What follows belongs to an exercise in optimizing a design on an open flow for small area, a short achievable clock period and few clock cycles; a production flow would make more cautious choices. Function was not checked in any run shown here: the RTL went through the layout flow alone. No activity file was given, so power comes from the tool's default toggle rates.

===== flow/run.sh =====
#!/bin/bash
# synth_recipe.tcl (not shown) runs the flow's synth.tcl, then flattens the netlist and writes it again
# the make line also repeats each setting of config.mk as NAME=value (left out here)
make -C /OpenROAD-flow-scripts/flow DESIGN_CONFIG=/design/flow/config.mk WORK_HOME=/design/flow/orfs CLKGATE_MAP_FILE= SYNTH_SCRIPT=/design/flow/synth_recipe.tcl finish

===== flow/config.mk =====
export PLATFORM = sky130hd
export DESIGN_NAME = sched_queue
export DESIGN_NICKNAME = sched_queue
export VERILOG_FILES = /design/flow/design.v
export SDC_FILE = /design/flow/constraint.sdc
export NUM_CORES = 4
export LEC_CHECK = 0
export CAP_MARGIN = 20
export CORE_MARGIN = 2
export CORE_UTILIZATION = 40
export SLEW_MARGIN = 20

===== flow/constraint.sdc =====
create_clock -name core_clock -period 52.0 [get_ports {clk}]
set_input_delay 10.4000 -clock core_clock [delete_from_list [all_inputs] [get_ports {clk}]]
set_output_delay 10.4000 -clock core_clock [all_outputs]
set_load 0.01 [all_outputs]

===== flow/design.v =====
module sched_queue (
    input  wire        clk,
    input  wire        rst,
    input  wire        tick,
    input  wire        step_valid,
    input  wire [63:0] step_ht,
    input  wire        cmd_valid,
    input  wire [63:0] cmd_at,
    input  wire [3:0]  cmd_class,
    input  wire        cmd_strict,
    input  wire [19:0] cmd_lead,
    input  wire [7:0]  cmd_tag,
    output wire        ready,
    output wire [63:0] ht_now,
    output reg         rsp_valid,
    output reg  [2:0]  rsp_status,
    output reg  [7:0]  rsp_tag,
    output reg         rsp_high,
    output wire        ex_valid,
    output wire [7:0]  ex_tag,
    output wire        ex_late
);
    localparam N  = 8;
    localparam EW = 63;                  
    localparam [2:0] ST_QUEUED    = 3'd0;
    localparam [2:0] ST_BUSY      = 3'd1;
    localparam [2:0] ST_BAD_PARAM = 3'd2;
    localparam [2:0] ST_LATE      = 3'd3;
    localparam [2:0] ST_NOW       = 3'd4;
    reg [EW-1:0] ht;
    reg          armed;
    reg [N-1:0]  v;                      
    reg [N-1:0]  f;                      
    reg [EW-1:0] k_e;                    
    reg [3:0]    k_c;
    reg [N-1:0]  oh;                     
    reg [EW-1:0] oh_e;                   
    reg [EW-1:0] e_tick  [0:N-1];
    reg [3:0]    e_class [0:N-1];
    reg          e_late  [0:N-1];
    reg [7:0]    e_tag   [0:N-1];
    reg [N-1:0]  p [0:N-1];
    reg [N-1:0]  q [0:N-1];
    integer a, b;
    reg [N-1:0] nf;                      
    reg [N-1:0] ns;                      
    always @(*) begin
        for (a = 0; a < N; a = a + 1) begin
            ns[a] = (k_e == e_tick[a]);
            nf[a] = (k_e < e_tick[a]) || (ns[a] && (k_c < e_class[a]));
        end
    end
    wire [N-1:0] old      = v & ~f;
    wire         has_old  = |old;
    wire         has_f    = |f;
    wire         more_old = |(old & ~oh);
    wire         f_first  = !has_old || |(nf & oh);
    wire         head_f   = has_f && f_first;
    wire oh_eq = (oh_e == ht);
    wire oh_lt = (oh_e <  ht);
    wire k_eq  = (k_e == ht);
    wire k_lt  = (k_e <  ht);
    wire oh_due = has_old && (oh_eq || oh_lt);
    wire k_due  = has_f && (k_eq || k_lt);
    reg other_eq;
    always @(*) begin
        other_eq = 1'b0;
        for (a = 0; a < N; a = a + 1)
            for (b = a + 1; b < N; b = b + 1)
                if (q[a][b] && old[a] && old[b] && (oh[a] || oh[b]))
                    other_eq = 1'b1;
    end
    wire [N-1:0] head     = head_f ? f : oh;
    wire         head_due = head_f ? k_due : oh_due;
    wire         head_lt  = head_f ? k_lt  : oh_lt;
    wire         second   = head_f ? oh_due
                                   : (k_due || other_eq || (oh_lt && more_old));
    reg [7:0] head_tag;
    reg       head_late;
    always @(*) begin
        head_tag  = 8'd0;
        head_late = 1'b0;
        for (a = 0; a < N; a = a + 1) begin
            head_tag  = head_tag  | ({8{head[a]}} & e_tag[a]);
            head_late = head_late | (head[a] & e_late[a]);
        end
    end
    assign ex_valid = head_due;
    assign ex_tag   = head_tag;
    assign ex_late  = head_late || head_lt;
    assign ready    = !(head_due && second);
    assign ht_now   = {1'b0, ht};
    wire [63:0] lead64   = {44'd0, cmd_lead};
    wire [63:0] ht64     = {1'b0, ht};
    wire [63:0] nat      = ~cmd_at;
    wire [63:0] csa_s    = ht64 ^ lead64 ^ nat;
    wire [63:0] csa_c    = (ht64 & lead64) | (ht64 & nat) | (lead64 & nat);
    wire [64:0] late_sum = {1'b0, csa_s} + {csa_c, 1'b0};
    wire        is_late  = late_sum[64];
    wire [EW-1:0] earliest = ht + {{(EW-20){1'b0}}, cmd_lead};
    wire [63:0] limit    = {1'b0, ht} + 64'h400_0000_0000;
    wire        too_far  = cmd_at > limit;
    wire        bad_cls  = (cmd_class == 4'd0) || (cmd_class > 4'd10);
    wire        at_zero  = (cmd_at == 64'd0);
    wire [N-1:0] popping = head & {N{head_due}};
    wire [N-1:0] v_left  = v & ~popping;
    wire         full    = &v_left;
    reg [2:0] status;
    always @(*) begin
        if (at_zero)                     status = ST_NOW;
        else if (bad_cls || too_far)     status = ST_BAD_PARAM;
        else if (is_late && cmd_strict)  status = ST_LATE;
        else if (full)                   status = ST_BUSY;
        else                             status = ST_QUEUED;
    end
    wire take_op = ready;
    wire insert  = take_op && cmd_valid && (status == ST_QUEUED);
    wire [EW-1:0] new_e = is_late ? earliest : cmd_at[EW-1:0];
    reg [3:0] occ;
    always @(*) begin
        occ = 4'd0;
        for (a = 0; a < N; a = a + 1)
            occ = occ + {3'd0, v_left[a]};
    end
    wire armed_now = armed || (occ < 4'd6);
    wire high      = insert && armed_now && (occ == 4'd6);
    reg [N-1:0] slot;
    reg         found;
    always @(*) begin
        slot  = {N{1'b0}};
        found = 1'b0;
        for (a = 0; a < N; a = a + 1)
            if (!v_left[a] && !found) begin
                slot[a] = 1'b1;
                found   = 1'b1;
            end
    end
    reg [N-1:0]  oh_next;
    reg [EW-1:0] oh_e_next;
    reg          prec;
    always @(*) begin
        for (a = 0; a < N; a = a + 1) begin
            oh_next[a] = v_left[a];
            for (b = 0; b < N; b = b + 1) begin
                if (b != a) begin
                    if (f[a])      prec = !nf[b];
                    else if (f[b]) prec = nf[a];
                    else           prec = (b < a) ? p[b][a] : !p[a][b];
                    if (v_left[b] && prec) oh_next[a] = 1'b0;
                end
            end
        end
        oh_e_next = {EW{1'b0}};
        for (a = 0; a < N; a = a + 1)
            oh_e_next = oh_e_next | ({EW{oh_next[a]}} & e_tick[a]);
    end
    always @(posedge clk) begin
        if (rst) begin
            ht        <= {EW{1'b0}};
            v         <= {N{1'b0}};
            f         <= {N{1'b0}};
            oh        <= {N{1'b0}};
            armed     <= 1'b1;
            rsp_valid <= 1'b0;
        end else begin
            armed     <= armed_now && !high;
            rsp_valid <= take_op && cmd_valid;
            v         <= v_left | (slot & {N{insert}});
            f         <= slot & {N{insert}};
            oh        <= oh_next;
            if (take_op) begin
                if (step_valid)
                    ht <= step_ht[EW-1:0];
                else if (tick)
                    ht <= ht + 1'b1;
            end
        end
    end
    always @(posedge clk) begin
        rsp_status <= status;
        rsp_tag    <= cmd_tag;
        rsp_high   <= high;
        k_e        <= new_e;
        k_c        <= cmd_class;
        oh_e       <= oh_e_next;
    end
    always @(posedge clk) begin
        for (a = 0; a < N; a = a + 1) begin
            if (slot[a]) begin
                e_tick[a]  <= new_e;
                e_class[a] <= cmd_class;
                e_late[a]  <= is_late;
                e_tag[a]   <= cmd_tag;
            end
        end
        for (a = 0; a < N; a = a + 1)
            for (b = a + 1; b < N; b = b + 1) begin
                if (f[a]) begin
                    p[a][b] <= nf[b];
                    q[a][b] <= ns[b];
                end else if (f[b]) begin
                    p[a][b] <= !nf[a];
                    q[a][b] <= ns[a];
                end
            end
    end
endmodule

==> flow_summary.toml, run 1 <==
[die]
coreArea_mm2 = 0.1414
initial_core_util_pct = 40.28
num_rows = 138
ios = 254
die_h_um = 381.4
die_area_mm2 = 0.1454
dieWidth_um = 381.4

[detailed_routing]
drc_errors = 0
vias = 48172
post_drt_via_cell_ratio = 6.079
wl_um = 220900
drt_iter0_drc = 5898
avgRoutedWirePerCell_um = 27.88
ant_nets = 0
dr.pass1.iters = 9

[yosys]
syn_nets = 6734
ys_seq_area_share_pct = 43.12
syn_area_mm2 = 0.05696
postSynthAreaPerCell_um2 = 10.04
syn_inst = 5674
yosysTopAreaCellShare_pct = 35.00
post-synth-top-area-cell = "edfxtp_1"
synth_commonest_cells = "ha_1 (870), inv_1 (776), edfxtp_1 (664)"
synth_warnings = 7
ys_seq_elements = 895
async_reset_ff_share_pct = 0
yosys-top-cells-area = "edfxtp_1 (35%), ha_1 (19%), dfxtp_1 (8.1%)"
synth_ff_type = "edfxtp_1"
synth_edf_count = 664
synth_most_common_cell = "ha_1"
yosysUniqueCellTypes = 82

[timing]
period_share_pct = 34.21
setup_slack_ps = 34210
period_needed_ps = 17790
setup_violations = 0
worstMarginPinSlew_ps = 1203
slew_viol_final = 0
fmax_mhz = 56.21
tns_ps = 0
fin_skew_ps = 42.18
finalHoldViolCount = 0
rsz0062_at_grt = "no"
relSlewSlack_pct = 19.03

[global_routing]
grt-ovfl-total = 0
grt_max_degree = 72
antenna_found_initial = 15
grt_pass1_vias = 45669
grt_pass1_wl_um = 315800
track_usage_pct = 29.59

[cts]
numCtsBuffers = 101
hold_buffers = 0
numClockSinks = 895
clock_latency_ps = 740
cts_tree = "built"
clk_pin_slew_ps = 60
postCtsSetupRepairBufs = 0
clock_path_buffers = 3
cts-root-buf = "clkbuf_16"
cts_resized = 0
htree_levels = 3

[setup_path]
cp.arrival_ps = 7390
rr_worst_depth = 20
worstPathMaxFanout = 10
startpoint_type = "flop"
critPathCaptureType = "output pin"
crit_required_ps = 41600
crit_type = "flop to output pin"

[finish]
area_growth_pct = 14.94
layout-drive-gt1-share_pct = 5.508
fin_nets = 7000
seqCellArea_mm2 = 0.02456
multi_input_area_mm2 = 0.02891
fillers = 13177

[status]
status = "complete, no violations"

[placed_design]
dp_slack_ps = 33890
gp_congestion = 0.9696
io_buffers = 251
dp_hpwl_um = 165200

[job]
drv_cap = 0

[pwr]
ir_drop_v = 0.00002395
p_leak_nw = 27.55
powerDensity_mw_per_mm2 = 29.70

[min_path]
hp-class = "flop to flop"
hold_depth = 2
## report_power, final
part | internal (W) | switching, W
combinational | 0.000128 | 0.000216
sequential | 0.000803 | 0.0000417
clock | 0.000440 | 0.000316
total | 0.00137 | 0.000574
## per-layer routing
metal	part of all wire (%)	vias to the layer above	wire (um)	GRT usage (%)
li1	-	21602	-	-
met2	41	2631	91640	42.91
met4	5.1	6	11250	14.16
met3	11	428	24150	6.739
met5	0.019	-	41	0
met1	42	23505	93850	41.50
## layout make-up
| cell class | instances | share of cell area, % |
|---|---|---|
| Clock buffer | 133 | 4.342 |
| Sequential cell | 895 | 37.52 |
| Clock inverter | 58 | 0.9535 |
| Timing Repair Buffer | 347 | 4.938 |
| Multi-Input combinational cell | 3817 | 44.16 |
| Tap cell | 1890 | 3.612 |
| Antenna cell | 6 | 0.02293 |
| Inverter | 778 | 4.460 |
## through the flow
step / util (%) / std cells / power, W / area, um^2 / hold slack [ps]
2_1_floorplan: - / 5674 / 0.001041 / 56960 / 421.6
3_3_place_gp: 43.81 / 7723 / 0.001182 / 61950 / 438.2
3_5_place_dp: 43.82 / 7724 / 0.001191 / 61960 / 448.3
4_1_cts: 46.27 / 7915 / 0.001945 / 65430 / 456.4
5_1_grt: 46.30 / 7921 / 0.002016 / 65470 / 483.2
6_report: 46.30 / 7924 / 0.001945 / 65480 / 452.2
## flip-flops by register name (all words and copies together), names as in the netlist
name        flops
e_tick        504
e_tag          64
ht             63
k_e            63
oh_e           63
e_class        32
p              28
q              28
e_late          8
f               8
oh              8
rsp_tag         8
v               8
k_c             4
rsp_status      3
armed           1
rsp_high        1
rsp_valid       1
## final timing paths
path              startpoint            end  slack, ps
setup reg to reg     k_e[25]  e_tick[6][11]      43520
setup / recovery     k_e[25]      ex_tag[3]      34210
hold reg to reg        armed       rsp_high        450
hold / removal         armed       rsp_high        450
## cell families after synthesis
family                     Yosys count  share of synthesized area (%)
other                                1                       0.006583
adders and majority gates          894                          19.95
xor gates and xnor gates            78                          1.199
and+or+nand+nor                   1339                          11.86
muxes                                8                         0.1537
buffers and inverters              962                          6.414
DFF                                895                          43.12
AOI/OAI and AO/OA                 1497                          17.29
## critical path: stages, from the launching register on
cell and delay [ps]:
dfxtp_1 640, ha_1 270, nand4_1 300, nor4_1 850, nand4_1 560, a21oi_1 680
a2111oi_2 260, a32oi_1 230, nand4b_1 370, o21ai_1 790, nand2_1 110, o21ai_1 600
a22oi_1 250, nand4_1 190, clkdlybuf4s50_1 560
## placed cells by master (no fill, tap or decap), types with 13 or more instances in the layout
| master | count |
|---|---|
| ha_1 | 869 |
| inv_1 | 776 |
| edfxtp_1 | 664 |
| a21oi_1 | 421 |
| nand2_1 | 359 |
| nor2_1 | 273 |
| nand4_1 | 249 |
| clkdlybuf4s50_1 | 249 |
| a22oi_1 | 238 |
| dfxtp_1 | 231 |
| o21ai_0 | 223 |
| a21o_1 | 140 |
| nand3_1 | 111 |
| clkbuf_16 | 105 |
| buf_4 | 95 |
| nor3_1 | 78 |
| xnor2_1 | 73 |
| a32oi_1 | 64 |
| a211oi_1 | 60 |
| nor4_1 | 57 |
| o22ai_1 | 42 |
| o211ai_1 | 41 |
| nor2b_1 | 39 |
| nand2b_1 | 32 |
| a221oi_1 | 30 |
| o21a_1 | 27 |
| o31ai_1 | 24 |
| fa_1 | 24 |
| a31oi_1 | 21 |
| or3_1 | 19 |
| or2_2 | 19 |
| clkinv_2 | 19 |
| and4_1 | 17 |
| and3_1 | 17 |
| o21ai_1 | 17 |
| clkbuf_1 | 17 |
| o21bai_1 | 16 |
| and2_1 | 16 |
| clkinv_1 | 13 |
==> inputs of run 2 (changes only) <==
--- a/flow/design.v
+++ b/flow/design.v
@@ -35,5 +35,5 @@
     reg [3:0]    k_c;
     reg [N-1:0]  oh;                     
-    reg [EW-1:0] oh_e;                   
+    reg [EW-1:0] oh_en;                  
     reg [EW-1:0] e_tick  [0:N-1];
     reg [3:0]    e_class [0:N-1];
@@ -43,10 +43,29 @@
     reg [N-1:0]  q [0:N-1];
     integer a, b;
+    function automatic [1:0] cmp_lt_eq(input [63:0] xn, input [63:0] y);
+        reg [63:0] l, e;
+        integer k, w;
+        begin
+            for (k = 0; k < 64; k = k + 1) begin
+                l[k] = xn[k] & y[k];
+                e[k] = xn[k] ^ y[k];
+            end
+            for (w = 1; w < 64; w = w * 2)
+                for (k = 0; k < 64; k = k + 2 * w) begin
+                    l[k] = l[k+w] | (e[k+w] & l[k]);
+                    e[k] = e[k+w] & e[k];
+                end
+            cmp_lt_eq = {l[0], e[0]};
+        end
+    endfunction
+    wire [63:0] k_en = ~{1'b0, k_e};
     reg [N-1:0] nf;                      
     reg [N-1:0] ns;                      
-    always @(*) begin
-        for (a = 0; a < N; a = a + 1) begin
-            ns[a] = (k_e == e_tick[a]);
-            nf[a] = (k_e < e_tick[a]) || (ns[a] && (k_c < e_class[a]));
+    reg [1:0]   c;
+    always @(*) begin
+        for (a = 0; a < N; a = a + 1) begin
+            c     = cmp_lt_eq(k_en, {1'b0, e_tick[a]});
+            ns[a] = c[0];
+            nf[a] = c[1] || (c[0] && (k_c < e_class[a]));
         end
     end
@@ -57,8 +76,10 @@
     wire         f_first  = !has_old || |(nf & oh);
     wire         head_f   = has_f && f_first;
-    wire oh_eq = (oh_e == ht);
-    wire oh_lt = (oh_e <  ht);
-    wire k_eq  = (k_e == ht);
-    wire k_lt  = (k_e <  ht);
+    wire [1:0] oh_c = cmp_lt_eq({1'b1, oh_en}, {1'b0, ht});
+    wire [1:0] k_c2 = cmp_lt_eq(k_en, {1'b0, ht});
+    wire oh_eq = oh_c[0];
+    wire oh_lt = oh_c[1];
+    wire k_eq  = k_c2[0];
+    wire k_lt  = k_c2[1];
     wire oh_due = has_old && (oh_eq || oh_lt);
     wire k_due  = has_f && (k_eq || k_lt);
@@ -100,5 +121,6 @@
     wire [EW-1:0] earliest = ht + {{(EW-20){1'b0}}, cmd_lead};
     wire [63:0] limit    = {1'b0, ht} + 64'h400_0000_0000;
-    wire        too_far  = cmd_at > limit;
+    wire [1:0]  far_c    = cmp_lt_eq(~limit, cmd_at);
+    wire        too_far  = far_c[1];
     wire        bad_cls  = (cmd_class == 4'd0) || (cmd_class > 4'd10);
     wire        at_zero  = (cmd_at == 64'd0);
@@ -183,5 +205,5 @@
         k_e        <= new_e;
         k_c        <= cmd_class;
-        oh_e       <= oh_e_next;
+        oh_en      <= ~oh_e_next;
     end
     always @(posedge clk) begin
--- a/flow/config.mk
+++ b/flow/config.mk
@@ -6,6 +6,6 @@
 export NUM_CORES = 4
 export LEC_CHECK = 0
-export CAP_MARGIN = 20
+export CAP_MARGIN = 70
 export CORE_MARGIN = 2
 export CORE_UTILIZATION = 40
-export SLEW_MARGIN = 20
+export SLEW_MARGIN = 70
==> run 2 against run 1 <==
- critical path type unchanged
- highest routed layer unchanged
- still clean on timing, DRC and antenna
- first-iteration DRC count shrank 4.6%
- cell count down 5.9%
- non-clock buffer count rose by 126
- sequential cell count did not move
- largest cell class unchanged
- design area grew 1.7%
- clock skew is 3.6 ps lower
- wire length shrank 1.5%
- global-route usage rose by 0.35 points
- critical path depth is 4 higher
==> flow_summary.toml, run 2 <==
[detailed_routing]
post_drt_via_cell_ratio = 6.210
avgRoutedWirePerCell_um = 29.18
drt_iter0_drc = 5624
dr.pass1.iters = 6
wl_um = 217600
vias = 46292
ant_nets = 0
drc_errors = 0

[cts]
htree_levels = 3
numClockSinks = 895
postCtsSetupRepairBufs = 0
cts_resized = 0
clock_latency_ps = 730
numCtsBuffers = 101
hold_buffers = 0
clk_pin_slew_ps = 60
clock_path_buffers = 3
cts_tree = "built"
cts-root-buf = "clkbuf_16"

[finish]
largest-register = "e_tick"
design_area_mm2 = 0.06657
most-common-layout-cells = "ha_1 (868), edfxtp_1 (664), nand2_1 (322), a22oi_1 (319), a21oi_1 (311)"
largest_reg_flops = 504
area_growth_pct = 20.04
layout-drive-gt1-share_pct = 13.27
fin_nets = 6623
final_common_cell = "ha_1"
reg_top3 = "e_tick: 504 flops, e_tag: 64 flops"

[placed_design]
io_buffers = 251
gp_congestion = 0.9553
placed_area_mm2 = 0.06256
dp_slack_ps = 35390
dp_hpwl_um = 169300

[yosys]
yosys-top-cells-area = "edfxtp_1 (36%), ha_1 (20%), dfxtp_1 (8.3%)"
syn_inst = 5162
synth_compound_area_share_pct = 17.97
synth_warnings = 7
synth.area.mux_share_pct = 0.4016
synth_ff_type = "edfxtp_1"
postSynthAreaPerCell_um2 = 10.74
synthAdderAreaFrac_pct = 20.47
synthXorXnorAreaFrac_pct = 1.184
yosysUniqueCellTypes = 101
post-synth-top-area-cell = "edfxtp_1"
yosysTopAreaCellShare_pct = 35.95
async_reset_ff_share_pct = 0
ys_seq_elements = 895
synth_most_common_cell = "ha_1"
synth_top_family_by_area = "adder cells"
syn_nets = 6221
yosys.area_share.simple_pct = 12.02
ys_seq_area_share_pct = 44.29
synth_edf_count = 664
syn_area_mm2 = 0.05546
synth_commonest_cells = "ha_1 (869), edfxtp_1 (664), a21oi_1 (338)"

[setup_path]
startpoint_type = "flop"
path_cells = "clkinv_1, ha_1, nand4_1, nor4bb_4, nand3_1, nor3_4, a221oi_1, o311a_2, o22a_1, and4_2, nor2_4, buf_4, o21ai_1, buf_4, a22o_1, a221oi_1, nand3_1, clkdlybuf4s50_1"
cp_top_family = "simple AND/OR/NAND/NOR gates"
cp_slowest_cell = "nor4bb_4"
crit_type = "flop to output pin"
cp.arrival_ps = 6440
crit_required_ps = 41600
slowest_delay_ps = 520
cp.buffers_inverters = 4
critPathCaptureType = "output pin"
worstPathMaxFanout = 11

[global_routing]
antenna_found_initial = 20
track_usage_pct = 29.94
grt-ovfl-total = 0
grt_pass1_wl_um = 309900
grt_pass1_vias = 44170
grt_max_degree = 70

[timing]
setup_slack_ps = 35160
rsz0062_at_grt = "no"
fin_skew_ps = 38.54
tns_ps = 0
worstMarginPinSlew_ps = 501.6
relSlewSlack_pct = 66.46
period_share_pct = 32.38
setup_violations = 0
finalHoldViolCount = 0
fmax_mhz = 59.39
period_needed_ps = 16840
slew_viol_final = 0
timing.hold.ws_ps = 503.7

[pwr]
p_sw_share_pct = 29.54
p_leak_nw = 26.78
ir_drop_v = 0.00002856
power.share.sequential_pct = 41.5
pwr-share-comb_pct = 19.6
p_sw_w = 0.0005891
clkPwrFrac_pct = 38.8
internal_power_w = 0.001405
powerDensity_mw_per_mm2 = 29.96

[min_path]
hp-class = "flop to flop"

[die]
die_area_mm2 = 0.1416
dieWidth_um = 376.4
coreArea_mm2 = 0.1375
ios = 254
die_h_um = 376.4
initial_core_util_pct = 40.34
num_rows = 136

[status]
status = "complete, no violations"

[job]
drv_cap = 0
[run 2: cell types whose count changed in the layout (fill, tap and decap cells not counted), sizes merged, moves of 63 or more]
| cell | delta |
|---|---|
| nand4 | -90 |
| buf | +132 |
| a22oi | +81 |
| and4 | +63 |
| a21oi | -83 |
| inv | -461 |
| a32oi | -64 |
[run 2: through the flow]
stage	utilization, %	cells	total power, W
after detailed placement	45.50	7240	0.001219
after global placement	43.84	7132	0.001190
final	48.42	7455	0.001994
after CTS	48.09	7431	0.001985
after global routing	48.41	7450	0.002061
after floorplan	-	5162	0.001046
[run 2: area by class of cell]
class,count,area (um^2)
Fill cell,12464,70920
Multi-Input combinational cell,3764,30320
Sequential cell,895,24620
Timing Repair Buffer,473,4548
Clock buffer,137,2888
Tap cell,1794,2245
Inverter,329,1245
Clock inverter,54,674.4
Antenna cell,9,22.52
[run 2: final timing paths]
| path | start | end | slack (ps) | depth (start not counted) |
|---|---|---|---|---|
| worst max register to register | k_e[58] | e_tick[6][10] | 44000 | 25 |
| worst min register to register | armed | armed | 500 | 2 |
| worst min-delay path | armed | armed | 500 | 2 |
| worst max-delay path | k_e[58] | ex_late | 35160 | 18 |
[run 2: routing by layer]
metal  vias to the layer above  share of wire (%)  global-route usage, %
li1                      20709                  -                      -
met1                     22686                 42                  41.15
met2                      2462                 44                  47.00
met3                       431                9.7                  5.440
met4                         4                4.2                  11.06
met5                         -              0.013                      0
[run 2: cells by family (layout without fill, tap and decap cells)]
kind of cell / count (synthesis) / in the layout
other cells: 1 / 10
mux: 21 / 21
fa+ha+maj: 893 / 893
buf+inv: 503 / 993
simple gates: 1291 / 1291
flops: 895 / 895
compound gates: 1483 / 1483
xor+xnor: 75 / 75
[run 2: worst reg2reg max path, cell delays in order (launching register included)]
cell and delay [ps]:
dfxtp_1 310, clkinv_1 340, ha_1 470, nand4_1 230
nor4bb_4 520, nand3_1 370, nor3_4 460, a221oi_1 180
o311a_2 280, o22a_1 320, nand4_4 210, a21boi_4 110
buf_4 190, buf_4 180, a221o_4 570, buf_16 210
inv_2 230, ha_1 300, nand4_1 280, or2_2 470
nor2_4 280, buf_4 270, buf_6 200, buf_8 240
buf_16 220, buf_12 200
[run 2: power by group through the flow]
stage	Clock (W)	Combinational, W	Sequential, W
global route	0.000805	0.000426	0.000831
global placement	0	0.000348	0.000842
floorplan	0	0.000211	0.000835
finish	0.000775	0.000391	0.000829
detailed placement	0	0.000376	0.000843
CTS	0.000778	0.000379	0.000828

[separate check: timing with driven ports]
In the flow no input, the clock included, has a driving cell. The finished layouts below were timed again as built, in two steps. Step 1 (the two cells are an assumption about what drives the block):
set clk [get_ports {clk}]
set_driving_cell -lib_cell sky130_fd_sc_hd__clkbuf_16 $clk
set_driving_cell -lib_cell sky130_fd_sc_hd__buf_2 [delete_from_list [all_inputs] $clk]
Step 2 also shifts input and output timing later by t, the mid clock arrival at the registers, as if the neighbouring blocks saw the same clock. Three values: ideal ports, drivers, drivers and shift; two values: the first two.
run | t (ns) | slack for setup (ns) | worst hold slack (ns) | worst setup path after step 2 | slew at the worst register clock pin (ns)
run 1 | 0.801 | 34.211 / 34.125 / 33.845 | 0.452 / 0.452 / 0.452 | input to register | 0.07 / 0.07
run 2 | 0.784 | 35.163 / 35.086 / 35.119 | 0.504 / 0.504 / 0.504 | input to register | 0.07 / 0.07
After both steps every run listed still meets setup and hold. The setup slack of run 1, which loses most, moves by -0.086 ns with the drivers and by -0.366 ns with both steps.
